Background: an optimization exercise with open tools, aiming at small area. Do not read the settings as production practice. The RTL was checked by simulation tests, not by an equivalence proof against the original design. Power is estimated from default activity; no workload was simulated.

### design.v
module lh8_charge (
    input  wire       unit,       
    input  wire [7:0] ovh,        
    input  wire [6:0] vlen,
    input  wire       first,
    input  wire       last,
    input  wire [7:0] sf,         
    output wire [7:0] bytes,      
    output wire [7:0] sf_next
);
    wire [9:0] opb = first ? {{2{ovh[7]}}, ovh} : {2'b11, ~sf};
    wire [9:0] b;
    lh8_add #(10) u_b (.a({3'b000, vlen}), .b(opb), .ci(!first), .s(b), .co());
    wire       neg = b[9];
    wire [7:0] nb;
    lh8_add #(8) u_nb (.a(~b[7:0]), .b(8'd0), .ci(1'b1), .s(nb), .co());
    assign bytes   = unit ? 8'd128 : (neg ? 8'd0 : b[7:0]);
    assign sf_next = unit ? sf : ((neg && !last) ? nb : 8'd0);
endmodule
module lh8_add #(
    parameter W = 8
) (
    input  wire [W-1:0] a,
    input  wire [W-1:0] b,
    input  wire         ci,
    output wire [W-1:0] s,
    output wire         co
);
    wire [W:0] c;
    assign c[0] = ci;
    genvar i;
    generate
        for (i = 0; i < W; i = i + 1) begin : g
            wire p = a[i] ^ b[i];
            assign s[i]   = p ^ c[i];
            assign c[i+1] = (a[i] & b[i]) | (p & c[i]);
        end
    endgenerate
    assign co = c[W];
endmodule
module lh8_shaper #(
    parameter        RST_EN    = 1'b0,
    parameter        RST_UNIT  = 1'b0,
    parameter [4:0]  RST_RQ    = 5'd25,
    parameter [6:0]  RST_RRH   = 7'd0,
    parameter [5:0]  RST_RRL   = 6'd0,
    parameter [15:0] RST_BURST = 16'h0100,
    parameter        NO_EN     = 1'b0,     
    parameter        LOCAL_CHG = 1'b1      
) (
    input  wire        clk,
    input  wire        rst,
    input  wire        tick,
    input  wire        apply,
    input  wire        ld_en,
    input  wire        ld_unit,
    input  wire [4:0]  ld_rq,
    input  wire [6:0]  ld_rrh,
    input  wire [5:0]  ld_rrl,
    input  wire [7:0]  ld_ovh,
    input  wire [15:0] ld_burst,
    input  wire [25:0] ld_tb,        
    input  wire        chg_en,
    input  wire [7:0]  chg_bytes,
    input  wire [25:0] ext_tb,       
    input  wire        ext_und,      
    output wire [25:0] t_out,        
    output wire [16:0] units_out,
    output wire        en,
    output reg         unit,
    output reg  [7:0]  ovh,
    output reg  [25:0] tb,
    output wire        permit
);
    reg        en_r;
    reg [4:0]  rq;
    reg [6:0]  rrh;
    reg [5:0]  rrl;
    reg [15:0] burst;
    reg [6:0]  trh;
    reg [5:0]  trl;
    wire [16:0] units = {burst == 16'd0, burst};
    wire [5:0] sl;
    wire       c6;
    lh8_add #(6) u_rl (.a(trl), .b(rrl & {6{tick}}), .ci(1'b0), .s(sl), .co(c6));
    wire [6:0] h;
    wire       h7;
    lh8_add #(7) u_rh (.a(trh), .b(rrh & {7{tick}}), .ci(c6), .s(h), .co(h7));
    wire [6:0] hp3;
    wire       hp3c;
    lh8_add #(7) u_r3 (.a(h), .b(7'd3), .ci(1'b0), .s(hp3), .co(hp3c));
    wire       c   = h7 | hp3c;               
    wire [6:0] nh  = c ? hp3 : h;
    wire [25:0] s1;
    lh8_add #(26) u_s1 (.a(tb), .b({21'd0, rq & {5{tick}}}), .ci(c), .s(s1), .co());
    wire        ovf = (s1[25:8] == {1'b0, units});
    wire [7:0]  t_l = ovf ? 8'd0 : s1[7:0];
    wire [6:0]  t_rh = ovf ? 7'd0 : nh;
    wire [5:0]  t_rl = ovf ? 6'd0 : sl;
    assign t_out     = {s1[25:8], t_l};
    assign units_out = units;
    wire [25:0] c_tb;
    wire        c_und;
    generate
        if (LOCAL_CHG) begin : g_lc
            lh8_chg u_chg (.t(t_out), .units(units), .b(chg_bytes & {8{chg_en}}),
                           .nt(c_tb), .und(c_und));
        end else begin : g_xc
            assign c_tb  = chg_en ? ext_tb : t_out;
            assign c_und = chg_en && ext_und;
        end
    endgenerate
    wire [25:0] nb  = c_tb;
    wire [6:0]  nrh = c_und ? 7'd0 : t_rh;
    wire [5:0]  nrl = c_und ? 6'd0 : t_rl;
    assign en     = NO_EN ? 1'b0 : en_r;
    assign permit = !en || !tb[25];
    wire [43:0] p_rst = {RST_EN, RST_UNIT, RST_RQ, RST_RRH, RST_RRL, 8'd0, RST_BURST};
    wire [43:0] p_ld  = {ld_en, ld_unit, ld_rq, ld_rrh, ld_rrl, ld_ovh, ld_burst};
    wire [43:0] p_d   = rst ? p_rst : p_ld;
    always @(posedge clk) begin
        if (rst || apply) {en_r, unit, rq, rrh, rrl, ovh, burst} <= p_d;
    end
    wire        load  = rst || apply;
    wire [25:0] tb_ld = rst ? {2'b00, RST_BURST, 8'd0} : ld_tb;
    always @(posedge clk) begin
        tb  <= load ? tb_ld : nb;
        trh <= nrh & {7{!load}};
        trl <= nrl & {6{!load}};
    end
endmodule
module lh8_chg (
    input  wire [25:0] t,
    input  wire [16:0] units,
    input  wire [7:0]  b,
    output wire [25:0] nt,
    output wire        und
);
    wire [7:0]  s2l;
    wire        k;
    lh8_add #(8) u_s2l (.a(t[7:0]), .b(~b), .ci(1'b1), .s(s2l), .co(k));
    wire [17:0] s2h;
    lh8_add #(18) u_s2h (.a(t[25:8]), .b({18{1'b1}}), .ci(k), .s(s2h), .co());
    assign und = !k && (s2h == ~{1'b0, units});
    assign nt  = und ? {t[25:8], 8'd0} : {s2h, s2l};
endmodule
module lh8_sched_port (
    input  wire        clk,
    input  wire        rst,
    input  wire        tick,         
    input  wire        slot,         
    input  wire [7:0]  q_valid,      
    input  wire [7:0]  q_more,       
    input  wire [7:0]  cls_ok,       
    input  wire [55:0] hd_vlen,      
    input  wire [7:0]  hd_first,     
    input  wire [7:0]  hd_last,      
    input  wire        cfg_we,
    input  wire [1:0]  cfg_addr,     
    input  wire [31:0] cfg_wdata,
    input  wire        rd_en,
    input  wire [3:0]  rd_sel,
    output wire        deq_valid,
    output wire [2:0]  deq_tc,
    output reg         apply_ack,
    output reg         apply_bad,
    output reg  [31:0] rd_data
);
    reg        sc_en, sc_tokrst, sc_unit;
    reg [17:0] sc_rate;
    reg [7:0]  sb_ovh;
    reg [15:0] sb_burst;
    reg [31:0] dwrr_w;
    wire [31:0] stg_cfg   = {sc_en, sc_tokrst, sc_unit, 11'd0, sc_rate};
    wire [31:0] stg_burst = {sb_ovh, 8'd0, sb_burst};
    wire       wr_apply = cfg_we && (cfg_addr == 2'd2);
    wire [3:0] ap_idx   = cfg_wdata[3:0];
    wire       rate_le;     
    lh8_add #(18) u_rle (.a(18'd200000), .b(~sc_rate), .ci(1'b1), .s(), .co(rate_le));
    wire       ap_ok    = (sc_rate != 18'd0) && rate_le &&
                          (ap_idx <= 4'd8) &&
                          !((ap_idx == 4'd6 || ap_idx == 4'd7) && sc_en);
    wire        wr_cfg   = cfg_we && (cfg_addr == 2'd0);
    wire        wr_burst = cfg_we && (cfg_addr == 2'd1);
    wire        wr_dwrr  = cfg_we && (cfg_addr == 2'd3);
    wire [20:0] cfg_d    = rst ? {3'b000, 18'd200000} :
                                 {cfg_wdata[31:29], cfg_wdata[17:0]};
    wire [23:0] burst_d  = rst ? {8'd0, 16'h0100} : {cfg_wdata[31:24], cfg_wdata[15:0]};
    wire [31:0] dwrr_d   = rst ? 32'h4020_1008 : cfg_wdata;
    always @(posedge clk) begin
        if (rst || wr_cfg)   {sc_en, sc_tokrst, sc_unit, sc_rate} <= cfg_d;
        if (rst || wr_burst) {sb_ovh, sb_burst} <= burst_d;
        if (rst || wr_dwrr)  dwrr_w <= dwrr_d;
    end
    always @(posedge clk) begin
        if (rst) begin
            apply_ack <= 1'b0;
            apply_bad <= 1'b0;
        end else begin
            apply_ack <= wr_apply;
            apply_bad <= wr_apply && !ap_ok;
        end
    end
    wire [11:0] ry0 = sc_rate[17:6];
    wire [11:0] ry1, ry2, ry3, ry4, ry5;
    wire        q4, q3, q2, q1, q0;
    wire [11:0] d4, d3, d2, d1, d0;
    lh8_add #(12) u_d4 (.a(ry0), .b(~12'd2000), .ci(1'b1), .s(d4), .co(q4));
    assign ry1 = q4 ? d4 : ry0;
    lh8_add #(12) u_d3 (.a(ry1), .b(~12'd1000), .ci(1'b1), .s(d3), .co(q3));
    assign ry2 = q3 ? d3 : ry1;
    lh8_add #(12) u_d2 (.a(ry2), .b(~12'd500), .ci(1'b1), .s(d2), .co(q2));
    assign ry3 = q2 ? d2 : ry2;
    lh8_add #(12) u_d1 (.a(ry3), .b(~12'd250), .ci(1'b1), .s(d1), .co(q1));
    assign ry4 = q1 ? d1 : ry3;
    lh8_add #(12) u_d0 (.a(ry4), .b(~12'd125), .ci(1'b1), .s(d0), .co(q0));
    assign ry5 = q0 ? d0 : ry4;
    wire [4:0]  ld_rq  = {q4, q3, q2, q1, q0};
    wire [6:0]  ld_rrh = ry5[6:0];
    wire [5:0]  ld_rrl = sc_rate[5:0];
    wire [25:0] ld_tb  = sc_tokrst ? 26'd0 : {1'b0, sb_burst == 16'd0, sb_burst, 8'd0};
    wire [8:0]  sh_en, sh_unit, sh_permit, sh_apply, sh_chg;
    wire [7:0]  sh_ovh  [0:8];
    wire [25:0] sh_tb   [0:8];
    wire [25:0] sh_t    [0:8];
    wire [16:0] sh_u    [0:8];
    wire [25:0] qc_tb;
    wire        qc_und;
    wire [7:0]  sh_bytes [0:8];
    genvar gi;
    generate
        for (gi = 0; gi < 9; gi = gi + 1) begin : g_sh
            assign sh_apply[gi] = wr_apply && ap_ok && (ap_idx == gi);
            lh8_shaper #(
                .RST_EN   (gi == 5),
                .RST_UNIT (gi == 5 || gi == 8),
                .RST_RQ   ((gi == 5) ? 5'd6 : 5'd25),
                .RST_RRH  ((gi == 5) ? 7'd31 : 7'd0),
                .RST_RRL  ((gi == 5) ? 6'd16 : 6'd0),
                .RST_BURST((gi == 5) ? 16'h0400 : 16'h0100),
                .NO_EN    (gi == 6 || gi == 7),
                .LOCAL_CHG(gi == 8)
            ) u_sh (
                .clk(clk), .rst(rst), .tick(tick), .apply(sh_apply[gi]),
                .ld_en(sc_en), .ld_unit(sc_unit),
                .ld_rq(ld_rq), .ld_rrh(ld_rrh), .ld_rrl(ld_rrl), .ld_ovh(sb_ovh),
                .ld_burst(sb_burst), .ld_tb(ld_tb),
                .chg_en(sh_chg[gi]), .chg_bytes(sh_bytes[gi]),
                .ext_tb(qc_tb), .ext_und(qc_und), .t_out(sh_t[gi]), .units_out(sh_u[gi]),
                .en(sh_en[gi]), .unit(sh_unit[gi]), .ovh(sh_ovh[gi]),
                .tb(sh_tb[gi]), .permit(sh_permit[gi])
            );
        end
    endgenerate
    wire [7:0] rdy = q_valid & cls_ok;
    wire [7:0] elig;
    assign elig[7] = rdy[7];
    assign elig[6] = rdy[6];
    generate
        for (gi = 0; gi < 6; gi = gi + 1) begin : g_el
            assign elig[gi] = rdy[gi] && sh_permit[8] && sh_permit[gi];
        end
    endgenerate
    reg  [4:1] cur;        
    reg        open;
    reg [23:0] dc [1:4];
    wire [4:1] e = elig[4:1];
    reg  [4:1] pick;
    always @(*) begin
        pick = 4'd0;
        case (1'b1)
            cur[4]: pick = e[3] ? 4'b0100 : e[2] ? 4'b0010 : e[1] ? 4'b0001 : {e[4], 3'b000};
            cur[3]: pick = e[2] ? 4'b0010 : e[1] ? 4'b0001 : e[4] ? 4'b1000 : {1'b0, e[3], 2'b00};
            cur[2]: pick = e[1] ? 4'b0001 : e[4] ? 4'b1000 : e[3] ? 4'b0100 : {2'b00, e[2], 1'b0};
            default: pick = e[4] ? 4'b1000 : e[3] ? 4'b0100 : e[2] ? 4'b0010 : {3'b000, e[1]};
        endcase
    end
    wire       hi_none  = !(elig[7] || elig[6] || elig[5]);
    wire       cont     = hi_none && open && |(cur & e);
    wire       new_turn = hi_none && !cont && |e;
    wire [7:0] oh;         
    assign oh[7]   = elig[7];
    assign oh[6]   = elig[6] && !elig[7];
    assign oh[5]   = elig[5] && !elig[7] && !elig[6];
    assign oh[4:1] = cont ? cur : new_turn ? pick : 4'd0;
    assign oh[0]   = elig[0] && hi_none && !(|e);
    wire       found = |oh;
    wire [2:0] sel   = {oh[7] | oh[6] | oh[5] | oh[4],
                        oh[7] | oh[6] | oh[3] | oh[2],
                        oh[7] | oh[5] | oh[3] | oh[1]};
    wire send = slot && found;
    assign deq_valid = send;
    assign deq_tc    = send ? sel : 3'd0;
    reg  [7:0] sf_q [0:7];    
    reg  [7:0] sf_p [0:7];    
    reg  [6:0]  s_vlen;
    reg         s_first, s_last, s_unit, s_en;
    reg  [7:0]  s_ovh, s_sfq, s_sfp;
    reg  [25:0] s_t;
    reg  [16:0] s_u;
    integer i;
    always @(*) begin
        s_vlen = 7'd0; s_first = 1'b0; s_last = 1'b0; s_unit = 1'b0; s_en = 1'b0;
        s_ovh = 8'd0; s_sfq = 8'd0; s_sfp = 8'd0; s_t = 26'd0; s_u = 17'd0;
        for (i = 0; i < 8; i = i + 1) begin
            s_vlen  = s_vlen  | (hd_vlen[i*7 +: 7] & {7{oh[i]}});
            s_first = s_first | (hd_first[i] & oh[i]);
            s_last  = s_last  | (hd_last[i] & oh[i]);
            s_unit  = s_unit  | (sh_unit[i] & oh[i]);
            s_en    = s_en    | (sh_en[i] & oh[i]);
            s_ovh   = s_ovh   | (sh_ovh[i] & {8{oh[i]}});
            s_sfq   = s_sfq   | (sf_q[i] & {8{oh[i]}});
            s_sfp   = s_sfp   | (sf_p[i] & {8{oh[i]}});
            s_t     = s_t     | (sh_t[i] & {26{oh[i]}});
            s_u     = s_u     | (sh_u[i] & {17{oh[i]}});
        end
    end
    wire [7:0] q_bytes, q_sf_next, p_bytes, p_sf_next;
    lh8_charge u_qchg (
        .unit(s_unit), .ovh(s_ovh), .vlen(s_vlen),
        .first(s_first), .last(s_last), .sf(s_sfq),
        .bytes(q_bytes), .sf_next(q_sf_next)
    );
    lh8_charge u_pchg (
        .unit(sh_unit[8]), .ovh(sh_ovh[8]), .vlen(s_vlen),
        .first(s_first), .last(s_last), .sf(s_sfp),
        .bytes(p_bytes), .sf_next(p_sf_next)
    );
    generate
        for (gi = 0; gi < 8; gi = gi + 1) begin : g_chg
            assign sh_chg[gi]   = slot && oh[gi];
            assign sh_bytes[gi] = q_bytes;
        end
    endgenerate
    assign sh_chg[8]   = send;
    assign sh_bytes[8] = p_bytes;
    lh8_chg u_qc (.t(s_t), .units(s_u), .b(q_bytes), .nt(qc_tb), .und(qc_und));
    wire [7:0] sfq_d = rst ? 8'd0 : q_sf_next;
    wire [7:0] sfp_d = rst ? 8'd0 : p_sf_next;
    always @(posedge clk) begin
        for (i = 0; i < 8; i = i + 1) begin
            if (rst || (slot && oh[i])) begin
                sf_q[i] <= sfq_d;
                sf_p[i] <= sfp_d;
            end
        end
    end
    wire [7:0] q_field = (dwrr_w[7:0]   & {8{oh[1]}}) | (dwrr_w[15:8]  & {8{oh[2]}}) |
                         (dwrr_w[23:16] & {8{oh[3]}}) | (dwrr_w[31:24] & {8{oh[4]}});
    wire [7:0] qf      = (q_field == 8'd0) ? 8'd1 : q_field;
    wire [23:0] dc_cur = (dc[1] & {24{oh[1]}}) | (dc[2] & {24{oh[2]}}) |
                         (dc[3] & {24{oh[3]}}) | (dc[4] & {24{oh[4]}});
    wire        s_more = |(q_more[4:1] & oh[4:1]);
    wire [16:0] dch;
    lh8_add #(17) u_dca (.a(dc_cur[23:7]), .b({9'd0, qf & {8{new_turn}}}),
                         .ci(1'b0), .s(dch), .co());
    wire        dc_ovf  = !dc_cur[23] && dch[16];
    wire [23:0] dc_sat  = dc_ovf ? 24'h7F_FFFF : {dch, dc_cur[6:0]};
    wire [7:0]  dw_chg  = s_en ? q_bytes : {1'b0, s_vlen};
    wire [23:0] dc_new;
    lh8_add #(24) u_dcs (.a(dc_sat), .b({16'hFFFF, ~dw_chg}), .ci(1'b1), .s(dc_new), .co());
    wire        dc_le0  = dc_new[23] || (dc_new == 24'd0);
    wire        dw_send = slot && (|oh[4:1]);
    always @(posedge clk) begin
        for (i = 1; i <= 4; i = i + 1) begin
            if (rst || !q_valid[i] || (slot && oh[i]))
                dc[i] <= dc_new & {24{!rst && q_valid[i] && s_more}};
        end
    end
    always @(posedge clk) begin
        if (rst) begin
            cur  <= 4'b1000;
            open <= 1'b0;
        end else begin
            if (|(cur & ~q_valid[4:1])) open <= 1'b0;
            if (dw_send) begin
                if (new_turn) cur <= oh[4:1];
                if (dc_le0 || !s_more) open <= 1'b0;
                else if (new_turn) open <= 1'b1;
            end
        end
    end
    reg [31:0] rd_mux;
    always @(*) begin
        rd_mux = 32'd0;
        for (i = 0; i < 9; i = i + 1)
            rd_mux = rd_mux | ({{6{sh_tb[i][25]}}, sh_tb[i]} & {32{rd_sel == i}});
        for (i = 1; i <= 4; i = i + 1)
            rd_mux = rd_mux | ({{8{dc[i][23]}}, dc[i]} & {32{rd_sel == 11 + i}});
        rd_mux = rd_mux | (stg_cfg   & {32{rd_sel == 4'd9}})
                        | (stg_burst & {32{rd_sel == 4'd10}})
                        | (dwrr_w    & {32{rd_sel == 4'd11}});
    end
    wire [31:0] rd_d = rst ? 32'd0 : rd_mux;
    always @(posedge clk) begin
        if (rst || rd_en) rd_data <= rd_d;
    end
endmodule
### flow/run.sh
#!/bin/bash
# The standard layout (standard.sh: standard synthesis, floorplan, place,
# CTS, route, finish), with one change: the buffer that placement puts on
# each input and output port is the smallest buffer cell, buf_1, instead of
# the cell buffer_ports picks on its own. make's full output goes to
# flow_make.log in this folder; ORFS's per-step logs are under orfs/logs/.
set -euo pipefail
bash standard.sh "BUFFER_PORTS_ARGS=-buffer_cell sky130_fd_sc_hd__buf_1" finish > flow_make.log 2>&1
### standard.sh
#!/bin/bash
# synth_recipe.tcl (not shown) runs the flow's synth.tcl, then flattens the netlist and writes it again
# the make line also repeats each setting of config.mk as NAME=value (left out here)
make -C /OpenROAD-flow-scripts/flow DESIGN_CONFIG=/design/flow/config.mk WORK_HOME=/design/flow/orfs CLKGATE_MAP_FILE= SYNTH_SCRIPT=/design/flow/synth_recipe.tcl "${@:-finish}"
### config.mk
export PLATFORM = sky130hd
export DESIGN_NAME = lh8_sched_port
export DESIGN_NICKNAME = lh8_sched_port
export VERILOG_FILES = /design/flow/design.v
export SDC_FILE = /design/flow/constraint.sdc
export NUM_CORES = 4
export LEC_CHECK = 0
export CAP_MARGIN = 20
export CORE_MARGIN = 2
export CORE_UTILIZATION = 50
export CTS_CLUSTER_DIAMETER = 100
export CTS_CLUSTER_SIZE = 28
export SLEW_MARGIN = 20
### constraint.sdc
create_clock -name core_clock -period 36.0 [get_ports {clk}]
set_input_delay 7.2000 -clock core_clock [delete_from_list [all_inputs] [get_ports {clk}]]
set_output_delay 7.2000 -clock core_clock [all_outputs]
set_load 0.01 [all_outputs]
==> results of run 1 <==
-- cells in the final DEF (no fill, tap or decap), drive strengths merged, types with 34 or more instances in the layout --
master / instances
nand2: 494
a221oi: 148
a22oi: 130
xnor2: 104
nand4: 38
or3: 34
a22o: 84
a21oi: 175
dfxtp: 358
a221o: 87
a222oi: 45
nand3: 144
ha: 355
inv: 334
fa: 195
o21ai: 90
and2: 76
clkbuf: 78
nor2b: 103
o22ai: 46
o221ai: 94
a31oi: 51
a211oi: 34
buf: 292
edfxtp: 727
nor2: 369
xor2: 107
and3: 73
nor4: 72
or2: 39
mux2: 44
-- flip-flops by register name, summed over array words and instances, names as in the netlist, 16 cells and up --
| signal | count |
|---|---|
| g_sh.u_sh.tb | 234 |
| g_sh.u_sh.burst | 144 |
| dc | 96 |
| g_sh.u_sh.ovh | 72 |
| sf_p | 64 |
| sf_q | 64 |
| g_sh.u_sh.rrh | 63 |
| g_sh.u_sh.trh | 63 |
| g_sh.u_sh.rrl | 54 |
| g_sh.u_sh.trl | 54 |
| g_sh.u_sh.rq | 45 |
| dwrr_w | 32 |
| rd_data | 32 |
| sc_rate | 18 |
| sb_burst | 16 |
-- through the flow --
stage / hold WS [ns] / worst slack (ns)
2_1_floorplan: 0.518 / 8.66
3_3_place_gp: 0.553 / 4.02
3_5_place_dp: 0.568 / 3.88
4_1_cts: 0.594 / 4.57
5_1_grt: 0.613 / 3.39
6_report: 0.587 / 4.11
-- path summary, 6_finish.rpt --
| path | cells after the start | startpoint | slack [ns] | end |
|---|---|---|---|---|
| max | 87 | tick | 4.11 | g_sh[5].u_sh.trh[3]$_DFF_P_ |
| min | 3 | g_sh[3].u_sh.trl[0]$_DFF_P_ | 0.59 | g_sh[3].u_sh.trl[0]$_DFF_P_ |
| max reg2reg | 85 | g_sh[6].u_sh.rrl[0]$_DFFE_PP_ | 11.12 | g_sh[5].u_sh.trh[3]$_DFF_P_ |
| min reg2reg | 3 | g_sh[3].u_sh.trl[0]$_DFF_P_ | 0.59 | g_sh[3].u_sh.trl[0]$_DFF_P_ |
-- critical path, delay by kind of cell --
kind,cells,cell delay [ns]
AND/OR/NAND/NOR,10,2.04
XOR/XNOR,1,0.31
buffers and inverters,7,2.28
adder cells (fa/ha/maj),64,19.01
AO/OA/AOI/OAI,5,1.28
-- power breakdown --
part / total (mW) / switching, mW / internal, mW
logic: 1.26 / 0.812 / 0.451
registers: 1.66 / 0.111 / 1.54
clock network: 0.738 / 0.446 / 0.292
total: 3.66 / 1.37 / 2.29
-- logic make-up (layout without fill, tap and decap cells) --
logic type,count (synthesis),after routing,share of synthesized area (%)
buffers and inverters,620,712,4.14
AND/OR/NAND/NOR,1530,1530,12.6
multiplexers,62,62,1.28
XOR/XNOR,211,211,3.20
AO/OA/AOI/OAI,1074,1074,14.1
adder cells (fa/ha/maj),550,550,14.5
flip-flops,1085,1085,50.2
other,0,7,0
-- metal layers --
layer  vias to the layer above  track usage (%)
met2                      3063             56.0
met3                       547             10.8
li1                      19100                -
met5                         -                0
met1                     22300             55.0
met4                         6             18.9
-- layout make-up --
cell class / count / area, µm² / share of cell area [%]
antenna: 7 / 17.5 / 0.0283
clock buffer: 75 / 1410 / 2.28
clock inverter: 17 / 213 / 0.344
inverter: 325 / 1220 / 1.97
multi-input combinational: 3427 / 26600 / 42.9
sequential: 1085 / 29000 / 46.8
tap: 1512 / 1890 / 3.06
timing repair buffer: 295 / 1600 / 2.58
==> impl_metrics.py, run 1 <==
metrics = {
    "global_routing": {
        "grt_first_pass_wirelength_um": 324000,
        "grt_max_degree": 118,
        "antenna_found_initial": 7,
        "track_usage_pct": 39.2,
        "grt_overflow": 0,
        "grt_pass1_vias": 42400,
    },
    "run": {
        "drv_cap": 0,
    },
    "critical_path": {
        "crit_arrival_ns": 32.45,
        "cp_slowest_cell": "buf_4",
        "worstPathMaxFanout": 77,
        "cp-end-kind": "register",
        "worst_ep_required_time_ns": 36.56,
        "path_class": "in2reg",
        "cp-start-kind": "input pin",
        "critPathMostFrequentCell": "ha_1",
        "cp_slowest_stage_delay_ns": 0.75,
    },
    "power": {
        "power.density_mw_per_mm2": 59.1,
        "ir_worst_vdd_mv": 0.0453,
        "p_leak_nw": 23.5,
        "power_mw": 3.66,
    },
    "sta": {
        "fin_skew_ns": 0.0611,
        "finalCriticalPeriod_ns": 31.89,
        "fmax_mhz": 31.4,
        "period_share_pct": 88.6,
        "rsz0062_at_grt": "false",
        "hold_viol_final": 0,
        "setup_viol": 0,
        "slew_headroom_pct": 16.8,
        "drv_slew": 0,
        "worst_slew_pin_slew_ns": 1.25,
        "finalSetupTns_ns": 0,
    },
    "cts": {
        "cts_resized": 0,
        "hold_buffers": 0,
        "cts_buffer_depth": 3,
        "numCtsBuffers": 49,
        "cts_tree": "done",
        "path_clk_slew_ns": 0.11,
        "clock_sinks": 1085,
        "cts-root-buf": "clkbuf_16",
        "cts_setup_buffers": 0,
        "htreeDepth": 2,
        "clock_latency_ns": 0.75,
    },
    "synthesis": {
        "ys_warn_count": 11,
        "async_reset_ff_share_pct": 0,
        "synth_edf_count": 727,
        "syn_inst": 5132,
        "syn-cell-area_mm2": 0.0577,
        "synth_commonest_cells": "727 x edfxtp_1, 494 x nand2_1, 369 x nor2_1",
        "synth_nets": 5822,
        "ys_seq_area_share_pct": 50.2,
        "syn_area_per_cell_um2": 11.2,
        "post-synth-top-area-cell": "edfxtp_1",
        "synth_seq_cells": 1085,
        "synth_top_area_share_pct": 37.8,
        "synth_ff_type": "edfxtp_1",
        "synthTopCellsByArea": "edfxtp_1 38%, dfxtp_1 12%, ha_1 7.7%, fa_1 6.8%, nand2_1 3.2%",
        "synth_cell_types": 73,
        "yosysMostFrequentCell": "edfxtp_1",
    },
    "floorplan": {
        "core_mm2": 0.114,
        "io_pins": 178,
        "initial_utilization_pct": 50.5,
        "die_area_mm2": 0.118,
        "die_x_um": 344,
        "row_count": 124,
        "die_h_um": 344,
    },
    "placement": {
        "place_congestion": 1.03,
        "place_inst": 6643,
        "hpwl_um": 172000,
        "dpl_cell_area_mm2": 0.0602,
        "port_buffers": 173,
    },
    "layout": {
        "fin_util_pct": 54.1,
        "drive_gt1_share_pct": 6.47,
        "syn_to_final_growth_pct": 7.25,
        "final_cells": 6743,
        "fill_cells": 10100,
        "fin_area_mm2": 0.0619,
        "finalNetCount": 5873,
    },
    "routing": {
        "routedWlPerCell_um": 34.8,
        "ant_nets": 0,
        "routed-wl-met3_um": 29700,
        "wl_met1_um": 94200,
        "via_count": 45000,
        "dr.pass1.iters": 6,
        "drtIter0Drc": 7227,
        "routed.top_layer": "met5",
        "via_per_inst": 6.68,
        "dr_wl_met2_um": 97300,
        "routed_wl_um": 235000,
        "drc_errors": 0,
    },
    "status": {
        "status": "complete, no violations",
    },
    "min_path": {
        "holdCritPathClass": "reg2reg",
    },
}
==> run 2, diff against run 1 <==
--- a/config.mk
+++ b/config.mk
@@ -7,7 +7,7 @@
 export LEC_CHECK = 0
 export CAP_MARGIN = 20
 export CORE_MARGIN = 2
-export CORE_UTILIZATION = 50
+export CORE_UTILIZATION = 55
 export CTS_CLUSTER_DIAMETER = 100
-export CTS_CLUSTER_SIZE = 28
+export CTS_CLUSTER_SIZE = 22
 export SLEW_MARGIN = 20
==> run 2 against run 1 <==
  * Still clean on timing, DRC and antenna
  * Sequential share of layout area is 0.11 points higher
  * Total power is 1.2% higher
  * Clock-buffer cell count is 24 higher
  * Critical endpoint is now g_sh[6].u_sh.trh[6]$_DFF_P_
  * Largest cell class unchanged
  * Largest power group unchanged
  * Highest routed layer unchanged
==> impl_metrics.py, run 2 <==
metrics = {
    "critical_path": {
        "startpoint": "tick",
        "worst_ep_required_time_ns": 36.58,
        "path_class": "in2reg",
        "cp_slowest_stage_delay_ns": 0.78,
        "rr_worst_depth": 85,
        "r2r_start": "g_sh[0].u_sh.rrl[0]$_DFFE_PP_",
        "worstPathMaxFanout": 73,
        "crit_end": "g_sh[6].u_sh.trh[6]$_DFF_P_",
        "critPathMostFrequentCell": "ha_1",
        "r2r_setup_slack_ns": 11.36,
        "crit_arrival_ns": 32.54,
        "timing.rr.end": "g_sh[6].u_sh.trh[6]$_DFF_P_",
        "cp-end-kind": "register",
        "cp_slowest_cell": "buf_4",
        "cp-start-kind": "input pin",
    },
    "cts": {
        "cts-root-buf": "clkbuf_16",
        "clock_sinks": 1085,
        "numCtsBuffers": 56,
        "cts_tree": "done",
        "hold_buffers": 0,
        "clock_latency_ns": 0.74,
        "cts_resized": 0,
        "htreeDepth": 2,
        "cts_buffer_depth": 3,
        "path_clk_slew_ns": 0.09,
        "cts_setup_buffers": 0,
    },
    "synthesis": {
        "synth_ff_type": "edfxtp_1",
        "synthTopCellsByArea": "edfxtp_1 38%, dfxtp_1 12%, ha_1 7.7%, fa_1 6.8%, nand2_1 3.2%",
        "synth_seq_cells": 1085,
        "synth_cell_types": 73,
        "synth_edf_count": 727,
        "syn-cell-area_mm2": 0.0577,
        "synth_commonest_cells": "727 x edfxtp_1, 494 x nand2_1, 369 x nor2_1",
        "syn_area_per_cell_um2": 11.2,
        "synth_nets": 5822,
        "post-synth-top-area-cell": "edfxtp_1",
        "ys_seq_area_share_pct": 50.2,
        "ys_warn_count": 11,
        "yosysMostFrequentCell": "edfxtp_1",
        "synth_top_area_share_pct": 37.8,
        "syn_inst": 5132,
        "async_reset_ff_share_pct": 0,
    },
    "layout": {
        "largest_register": "g_sh.u_sh.tb",
        "final_cells": 6623,
        "finalNetCount": 5881,
        "multi_input_comb_area_mm2": 0.0265,
        "fin_util_pct": 59.5,
        "final_cell_mix": "727 x edfxtp_1, 493 x nand2_1, 360 x nor2_1",
        "fin_area_mm2": 0.0618,
        "fill_cells": 8847,
        "regArea_mm2": 0.0290,
        "layout_commonest_cell": "edfxtp_1",
        "syn_to_final_growth_pct": 7.00,
        "largest_reg_flops": 234,
        "drive_gt1_share_pct": 6.30,
    },
    "sta": {
        "worst_slew_pin_slew_ns": 1.32,
        "drv_slew": 0,
        "slew_headroom_pct": 11.7,
        "hold_viol_final": 0,
        "rsz0062_at_grt": "false",
        "finalCriticalPeriod_ns": 31.96,
        "fin_skew_ns": 0.0411,
        "fmax_mhz": 31.3,
        "setup_viol": 0,
        "period_share_pct": 88.8,
        "finalSetupTns_ns": 0,
    },
    "floorplan": {
        "die_x_um": 328,
        "die_h_um": 328,
        "initial_utilization_pct": 55.6,
        "row_count": 118,
        "die_area_mm2": 0.108,
        "io_pins": 178,
        "core_mm2": 0.104,
    },
    "power": {
        "power_mw": 3.70,
        "ir_worst_vdd_mv": 0.0574,
        "p_leak_nw": 23.6,
        "power.density_mw_per_mm2": 59.9,
    },
    "global_routing": {
        "grt_max_degree": 74,
        "grt_overflow": 0,
        "track_usage_pct": 44.2,
        "grt_first_pass_wirelength_um": 332000,
        "antenna_found_initial": 22,
        "grt_pass1_vias": 43700,
    },
    "placement": {
        "place_inst": 6511,
        "dpl_cell_area_mm2": 0.0600,
        "port_buffers": 173,
        "place_congestion": 1.07,
        "hpwl_um": 175000,
    },
    "routing": {
        "ant_nets": 0,
        "via_per_inst": 6.98,
        "dr.pass1.iters": 8,
        "routedWlPerCell_um": 36.2,
        "via_count": 46200,
        "drtIter0Drc": 7768,
        "routed_wl_um": 240000,
        "drc_errors": 0,
    },
    "run": {
        "drv_cap": 0,
    },
    "status": {
        "status": "complete, no violations",
    },
    "min_path": {
        "holdCritPathClass": "reg2reg",
    },
}
## run 2: cell counts after synthesis
No cell type changed its count.
## run 2: worst min path at each step
stage	cells past startpoint	end	slack, ns	startpoint
floorplan	2	open$_SDFF_PP0_	0.52	open$_SDFF_PP0_
global placement	2	open$_SDFF_PP0_	0.54	open$_SDFF_PP0_
detailed placement	2	open$_SDFF_PP0_	0.55	open$_SDFF_PP0_
CTS	2	open$_SDFF_PP0_	0.57	open$_SDFF_PP0_
global route	2	open$_SDFF_PP0_	0.60	open$_SDFF_PP0_
finish	2	open$_SDFF_PP0_	0.58	open$_SDFF_PP0_
## run 2: cell families after synthesis
logic type,synth area share [%]
buf+inv,4.14
fa+ha+maj,14.5
xor+xnor,3.20
mux,1.28
simple gates,12.6
flops,50.2
compound gates,14.1
## run 2: where the power goes
group          switching [mW]  internal (mW)
clock                   0.435          0.307
sequential              0.119           1.54
combinational           0.836          0.457
## run 2: worst max-delay path: cells and delay by family
family / cells / cell delay, ns
fa+ha+maj: 63 / 18.65
buf+inv: 7 / 2.31
simple gates: 11 / 2.27
compound gates: 4 / 1.23
xor+xnor: 2 / 0.64
## run 2: area by class of cell
type	instances	share of cell area (%)
Timing Repair Buffer	296	2.59
Inverter	325	1.98
Clock buffer	99	2.60
Antenna cell	5	0.0203
Tap cell	1380	2.80
Sequential cell	1085	47.0
Multi-Input combinational cell	3427	43.0
Clock inverter	6	0.101
## run 2: routing by layer
metal	global-route usage [%]	wire length (µm)	vias up
met5	0	206	-
met4	28.8	19500	30
met3	15.3	34900	865
met2	62.1	97200	3617
met1	58.2	88000	22600
li1	-	-	19100
## run 2: through the flow
| step | worst slack (ns) | hold slack, ns |
|---|---|---|
| floorplan | 8.66 | 0.518 |
| global placement | 4.02 | 0.544 |
| detailed placement | 3.78 | 0.555 |
| CTS | 4.54 | 0.568 |
| global route | 3.34 | 0.601 |
| finish | 4.04 | 0.577 |
==> run 3, diff against run 2 <==
--- a/config.mk
+++ b/config.mk
@@ -5,9 +5,9 @@
 export SDC_FILE = /design/flow/constraint.sdc
 export NUM_CORES = 4
 export LEC_CHECK = 0
-export CAP_MARGIN = 20
+export CAP_MARGIN = 10
 export CORE_MARGIN = 2
-export CORE_UTILIZATION = 55
+export CORE_UTILIZATION = 50
 export CTS_CLUSTER_DIAMETER = 100
 export CTS_CLUSTER_SIZE = 22
-export SLEW_MARGIN = 20
+export SLEW_MARGIN = 10
==> run 3 against run 2 <==
  * Still clean
  * Sequential share of layout area fell by 0.17 points
  * Global-route usage shrank 5.0 points
  * Register-to-register slack lost 0.18 ns
  * Via count fell by 2.3%
  * Worst setup slack improved by 0.18 ns
  * Critical path depth stayed put
  * Clock-buffer cell count down 1
  * Critical endpoint is now g_sh[5].u_sh.trh[3]$_DFF_P_
==> impl_metrics.py, run 3 <==
metrics = {
    "status": {
        "status": "complete, no violations",
    },
    "power": {
        "power.density_mw_per_mm2": 59.3,
        "power.switching_mw": 1.37,
        "clkPwrFrac_pct": 20.6,
        "swShare_pct": 37.3,
        "ir_worst_vdd_mv": 0.0435,
        "seq_power_share_pct": 45.1,
        "p_leak_nw": 23.6,
        "power_frac_comb_pct": 34.3,
        "p_int_mw": 2.30,
    },
    "cts": {
        "clock_latency_ns": 0.78,
        "cts_tree": "done",
        "cts-root-buf": "clkbuf_16",
        "hold_buffers": 0,
        "cts_resized": 0,
        "numCtsBuffers": 57,
        "htreeDepth": 2,
        "cts_setup_buffers": 0,
        "clock_sinks": 1085,
        "cts_buffer_depth": 3,
        "path_clk_slew_ns": 0.10,
    },
    "layout": {
        "multi_input_comb_area_mm2": 0.0265,
        "largest_register": "g_sh.u_sh.tb",
        "layout_commonest_cell": "edfxtp_1",
        "regArea_mm2": 0.0290,
        "finalNetCount": 5881,
        "syn_to_final_growth_pct": 7.39,
        "fill_cells": 10100,
        "largest_reg_flops": 234,
        "final_cell_mix": "727 x edfxtp_1, 493 x nand2_1, 359 x nor2_1",
        "drive_gt1_share_pct": 6.28,
    },
    "critical_path": {
        "critical_path_buf_inv_count": 7,
        "cp_slowest_cell": "buf_4",
        "crit_arrival_ns": 32.37,
        "cp_slowest_stage_delay_ns": 0.77,
        "critical-path-top-delay-family": "adder cells",
        "cp_num_cells": 87,
        "worst_ep_required_time_ns": 36.59,
        "critPathMostFrequentCell": "ha_1",
        "cp-start-kind": "input pin",
        "worstPathMaxFanout": 77,
        "path_class": "in2reg",
        "cp-end-kind": "register",
        "rr_worst_depth": 85,
    },
    "floorplan": {
        "initial_utilization_pct": 50.5,
        "die_area_mm2": 0.118,
        "die_x_um": 344,
        "core_mm2": 0.114,
        "row_count": 124,
        "die_h_um": 344,
        "io_pins": 178,
    },
    "synthesis": {
        "syn_area_per_cell_um2": 11.2,
        "yosysMostFrequentCell": "edfxtp_1",
        "synthTopCellsByArea": "edfxtp_1 38%, dfxtp_1 12%, ha_1 7.7%, fa_1 6.8%, nand2_1 3.2%",
        "ys_warn_count": 11,
        "synth_nets": 5822,
        "synth_top_area_share_pct": 37.8,
        "post-synth-top-area-cell": "edfxtp_1",
        "syn-cell-area_mm2": 0.0577,
        "synth_seq_cells": 1085,
        "syn_inst": 5132,
        "synth_edf_count": 727,
        "async_reset_ff_share_pct": 0,
        "synth_cell_types": 73,
        "ys_seq_area_share_pct": 50.2,
        "synth_commonest_cells": "727 x edfxtp_1, 494 x nand2_1, 369 x nor2_1",
        "synth_ff_type": "edfxtp_1",
    },
    "run": {
        "drv_cap": 0,
    },
    "routing": {
        "routed_wl_um": 235000,
        "drtIter0Drc": 7161,
        "routedWlPerCell_um": 34.7,
        "via_count": 45100,
        "ant_nets": 0,
        "via_per_inst": 6.67,
        "drc_errors": 0,
        "dr.pass1.iters": 9,
    },
    "global_routing": {
        "grt_first_pass_wirelength_um": 324000,
        "track_usage_pct": 39.2,
        "grt_pass1_vias": 42400,
        "antenna_found_initial": 9,
        "grt_overflow": 0,
        "grt_max_degree": 118,
    },
    "sta": {
        "slew_headroom_pct": 10.3,
        "worst_slew_pin_slew_ns": 1.34,
        "finalSetupTns_ns": 0,
        "fmax_mhz": 31.5,
        "period_share_pct": 88.3,
        "fin_ws_ns": 4.22,
        "rsz0062_at_grt": "false",
        "drv_slew": 0,
        "hold_viol_final": 0,
        "setup_viol": 0,
        "fin_skew_ns": 0.0660,
        "finalCriticalPeriod_ns": 31.78,
    },
    "placement": {
        "port_buffers": 173,
        "hpwl_um": 171000,
        "place_congestion": 1.03,
        "pre_cts_ws_ns": 3.89,
    },
    "min_path": {
        "min_path_cells": 2,
        "holdCritPathClass": "reg2reg",
    },
}
==> run 3: tightest hold or removal path, stage by stage, from the launching register on <==
cell,delay [ns]
dfxtp_1,0.32
ha_1,0.11
and3_1,0.12
==> run 3: cells by family after synthesis <==
kind of cell | share of synthesized area [%]
multiplexers | 1.28
XOR/XNOR | 3.20
flip-flops | 50.2
adder cells (fa/ha/maj) | 14.5
buffers and inverters | 4.14
AND/OR/NAND/NOR | 12.6
AO/OA/AOI/OAI | 14.1
==> run 3: power groups by stage <==
stage / clock [mW] / combinational, mW / sequential (mW)
after floorplan: 0 / 0.810 / 1.63
after global placement: 0 / 1.20 / 1.67
after detailed placement: 0 / 1.23 / 1.68
after CTS: 0.760 / 1.24 / 1.65
after global routing: 0.798 / 1.38 / 1.67
final: 0.756 / 1.26 / 1.66
==> run 3: area by class of cell <==
class | instances | area share [%]
sequential | 1085 | 46.8
multi-input combinational | 3427 | 42.8
timing repair buffer | 295 | 2.58
inverter | 325 | 1.97
antenna | 11 | 0.0444
tap | 1512 | 3.05
clock buffer | 98 | 2.56
clock inverter | 10 | 0.210
==> run 3: final timing paths <==
path	slack (ns)	start	end
worst max-delay path	4.22	tick	g_sh[5].u_sh.trh[3]$_DFF_P_
worst min-delay path	0.58	g_sh[8].u_sh.trl[0]$_DFF_P_	g_sh[8].u_sh.trl[0]$_DFF_P_
worst max register to register	11.18	g_sh[6].u_sh.rrl[0]$_DFFE_PP_	g_sh[5].u_sh.trh[3]$_DFF_P_
worst min register to register	0.58	g_sh[8].u_sh.trl[0]$_DFF_P_	g_sh[8].u_sh.trl[0]$_DFF_P_
==> run 3: metrics by stage <==
step | utilization, % | std cells | instance area, µm² | power, mW | hold slack, ns
2_1_floorplan | - | 5132 | 57700 | 2.44 | 0.518
4_1_cts | 54.2 | 6751 | 61900 | 3.65 | 0.590
6_report | 54.2 | 6763 | 62000 | 3.67 | 0.585
3_3_place_gp | 52.7 | 6643 | 60200 | 2.88 | 0.553
3_5_place_dp | 52.7 | 6643 | 60200 | 2.91 | 0.568
5_1_grt | 54.2 | 6752 | 61900 | 3.85 | 0.609
==> run 3: routing by layer <==
metal  global-route usage, %  wire length (µm)
met5                       0                82
met4                    19.8             14400
met3                    12.4             30900
met2                    55.5             96800
met1                    54.0             92500
==> run 4, diff against run 3 <==
--- a/config.mk
+++ b/config.mk
@@ -5,9 +5,9 @@
 export SDC_FILE = /design/flow/constraint.sdc
 export NUM_CORES = 4
 export LEC_CHECK = 0
-export CAP_MARGIN = 10
+export CAP_MARGIN = 20
 export CORE_MARGIN = 2
 export CORE_UTILIZATION = 50
 export CTS_CLUSTER_DIAMETER = 100
-export CTS_CLUSTER_SIZE = 22
-export SLEW_MARGIN = 10
+export CTS_CLUSTER_SIZE = 24
+export SLEW_MARGIN = 20
==> run 4 against run 3 <==
  * Combinational power about the same
  * Final cell count decreased by 0.21%
  * Sequential share of layout area increased by 0.064 points
  * Register-to-register slack got worse by 0.10 ns
  * Global-route usage increased by 0.065 points
  * Critical endpoint is now g_sh[5].u_sh.trh[4]$_DFF_P_
==> impl_metrics.py, run 4 <==
metrics = {
    "critical_path": {
        "r2r_start": "g_sh[6].u_sh.rrl[0]$_DFFE_PP_",
        "cp_slowest_cell": "buf_4",
        "worstPathMaxFanout": 77,
        "r2r_setup_slack_ns": 11.08,
        "worst_ep_required_time_ns": 36.58,
        "critical-path-top-delay-family": "adder cells",
        "rr_worst_depth": 85,
        "cp_num_cells": 87,
        "cp_slowest_stage_delay_ns": 0.75,
        "timing.rr.end": "g_sh[5].u_sh.trh[4]$_DFF_P_",
        "crit_end": "g_sh[5].u_sh.trh[4]$_DFF_P_",
        "critPathMostFrequentCell": "ha_1",
        "startpoint": "tick",
        "crit_arrival_ns": 32.52,
        "cp-start-kind": "input pin",
        "path_class": "in2reg",
        "critical_path_buf_inv_count": 7,
        "cp-end-kind": "register",
    },
    "sta": {
        "fin_ws_ns": 4.06,
        "slew_headroom_pct": 20.7,
        "period_share_pct": 88.7,
        "drv_slew": 0,
        "worst_slew_pin_slew_ns": 1.19,
        "fmax_mhz": 31.3,
        "fin_skew_ns": 0.0489,
        "hold_viol_final": 0,
        "setup_viol": 0,
        "finalSetupTns_ns": 0,
        "rsz0062_at_grt": "false",
        "finalCriticalPeriod_ns": 31.94,
    },
    "routing": {
        "routed_wl_um": 235000,
        "drc_errors": 0,
        "via_count": 45300,
        "drtIter0Drc": 7239,
        "ant_nets": 0,
        "dr.pass1.iters": 9,
        "via_per_inst": 6.72,
        "routedWlPerCell_um": 34.8,
    },
    "power": {
        "p_leak_nw": 23.5,
        "ir_worst_vdd_mv": 0.0427,
        "power_mw": 3.65,
        "power.density_mw_per_mm2": 58.9,
    },
    "cts": {
        "cts_tree": "done",
        "hold_buffers": 0,
        "numCtsBuffers": 53,
        "cts_setup_buffers": 0,
        "cts_resized": 0,
        "clock_sinks": 1085,
        "htreeDepth": 2,
        "clock_latency_ns": 0.75,
        "cts-root-buf": "clkbuf_16",
        "cts_buffer_depth": 3,
        "path_clk_slew_ns": 0.10,
    },
    "placement": {
        "pre_cts_ws_ns": 3.88,
        "hpwl_um": 172000,
        "place_congestion": 1.03,
        "port_buffers": 173,
    },
    "synthesis": {
        "ys_seq_area_share_pct": 50.2,
        "post-synth-top-area-cell": "edfxtp_1",
        "synth_seq_cells": 1085,
        "ys_warn_count": 11,
        "synth_edf_count": 727,
        "async_reset_ff_share_pct": 0,
        "syn_inst": 5132,
        "synth_commonest_cells": "727 x edfxtp_1, 494 x nand2_1, 369 x nor2_1",
        "synth_nets": 5822,
        "syn_area_per_cell_um2": 11.2,
        "synth_ff_type": "edfxtp_1",
        "synthTopCellsByArea": "edfxtp_1 38%, dfxtp_1 12%, ha_1 7.7%, fa_1 6.8%, nand2_1 3.2%",
        "yosysMostFrequentCell": "edfxtp_1",
        "synth_cell_types": 73,
        "synth_top_area_share_pct": 37.8,
        "syn-cell-area_mm2": 0.0577,
    },
    "floorplan": {
        "io_pins": 178,
        "row_count": 124,
        "core_mm2": 0.114,
        "die_area_mm2": 0.118,
        "die_h_um": 344,
        "die_x_um": 344,
        "initial_utilization_pct": 50.5,
    },
    "global_routing": {
        "grt_pass1_vias": 42500,
        "grt_overflow": 0,
        "grt_first_pass_wirelength_um": 325000,
        "track_usage_pct": 39.3,
        "grt_max_degree": 118,
        "antenna_found_initial": 10,
    },
    "layout": {
        "syn_to_final_growth_pct": 7.24,
        "layout_commonest_cell": "edfxtp_1",
        "fin_util_pct": 54.1,
        "regArea_mm2": 0.0290,
        "multi_input_comb_area_mm2": 0.0265,
        "fill_cells": 10100,
        "final_cell_mix": "727 x edfxtp_1, 493 x nand2_1, 358 x dfxtp_1",
        "finalNetCount": 5878,
        "largest_register": "g_sh.u_sh.tb",
        "drive_gt1_share_pct": 6.40,
        "largest_reg_flops": 234,
    },
    "run": {
        "drv_cap": 0,
    },
    "min_path": {
        "holdCritPathClass": "reg2reg",
    },
    "status": {
        "status": "complete, no violations",
    },
}
run 4: cell counts after synthesis:
Identical to the previous run, type by type.
run 4: cell families (layout without fill, tap and decap cells):
| family | count (synthesis) | after routing | synth area share, % |
|---|---|---|---|
| and+or+nand+nor | 1530 | 1530 | 12.6 |
| DFF | 1085 | 1085 | 50.2 |
| AOI/OAI and AO/OA | 1074 | 1074 | 14.1 |
| buffers and inverters | 620 | 720 | 4.14 |
| adders and majority gates | 550 | 550 | 14.5 |
| xor gates and xnor gates | 211 | 211 | 3.20 |
| muxes | 62 | 62 | 1.28 |
| other | 0 | 5 | 0 |
run 4: area by class of cell:
class,count,area share [%]
Inverter,325,1.97
Sequential cell,1085,46.9
Multi-Input combinational cell,3427,42.9
Antenna cell,5,0.0202
Clock buffer,87,2.38
Clock inverter,12,0.194
Tap cell,1512,3.06
Timing Repair Buffer,296,2.63
run 4: per-stage QoR:
step,hold slack [ns],area (µm²),std cells
after floorplan,0.518,57700,5132
after global placement,0.553,60200,6643
after detailed placement,0.568,60200,6643
after CTS,0.590,61800,6742
after global routing,0.610,61900,6744
final,0.585,61900,6749
run 4: power breakdown:
part,leakage [nW],total [mW],switching (mW),internal [mW]
registers,10.5,1.66,0.112,1.54
clock network,0.765,0.726,0.437,0.289
logic,12.3,1.26,0.812,0.452
run 4: worst min-delay path: cells and delay by family, from the launching register on:
family / cells / cell delay, ns
flip-flops: 1 / 0.32
AND/OR/NAND/NOR: 1 / 0.12
adder cells (fa/ha/maj): 1 / 0.12
run 4: worst min path at each step:
stage,start,end,slack [ns],cells past startpoint
global route,g_sh[8].u_sh.trl[0]$_DFF_P_,g_sh[8].u_sh.trl[0]$_DFF_P_,0.61,2
floorplan,open$_SDFF_PP0_,open$_SDFF_PP0_,0.52,2
finish,g_sh[8].u_sh.trl[0]$_DFF_P_,g_sh[8].u_sh.trl[0]$_DFF_P_,0.58,2
global placement,g_sh[7].u_sh.trl[0]$_DFF_P_,g_sh[7].u_sh.trl[0]$_DFF_P_,0.55,3
CTS,g_sh[8].u_sh.trl[0]$_DFF_P_,g_sh[8].u_sh.trl[0]$_DFF_P_,0.59,2
detailed placement,g_sh[8].u_sh.trl[0]$_DFF_P_,g_sh[8].u_sh.trl[0]$_DFF_P_,0.57,2
run 4: per-layer routing:
layer	global-route usage (%)	wire length, µm	vias up
li1	-	-	19100
met1	55.1	93700	22500
met2	55.7	97100	3140
met3	11.0	30000	570
met4	19.7	14300	6
met5	0	27	-

==> afterwards: timing with drivers on the ports <==
In the flow no input, the clock included, has a driving cell. The finished layouts below were timed again as built, in two steps. Step 1 sets driving cells, clkbuf_16 on the clock port and buf_2 on the other inputs (assumed; they add their load-dependent delay and slew). Step 2, shift: input delay + t, output delay - t, t = (earliest + latest rising clock arrival at the registers) / 2. This alone moves slack from input paths to output paths. Three values: ideal ports, drivers, drivers and shift; two values: the first two.
run	shift t [ns]	setup WS [ns]	clock arrival spread, ns
run 1	0.803	4.109 / 4.165 / 3.362	0.061 / 0.061
run 2	0.813	4.037 / 4.103 / 3.290	0.042 / 0.042
run 3	0.827	4.221 / 4.277 / 3.451	0.066 / 0.067
run 4	0.805	4.060 / 4.116 / 3.311	0.049 / 0.049
After both steps every run listed still meets setup and hold. For run 3, which loses most, drivers alone change the setup slack by +0.056 ns; drivers and shift together by -0.770 ns.
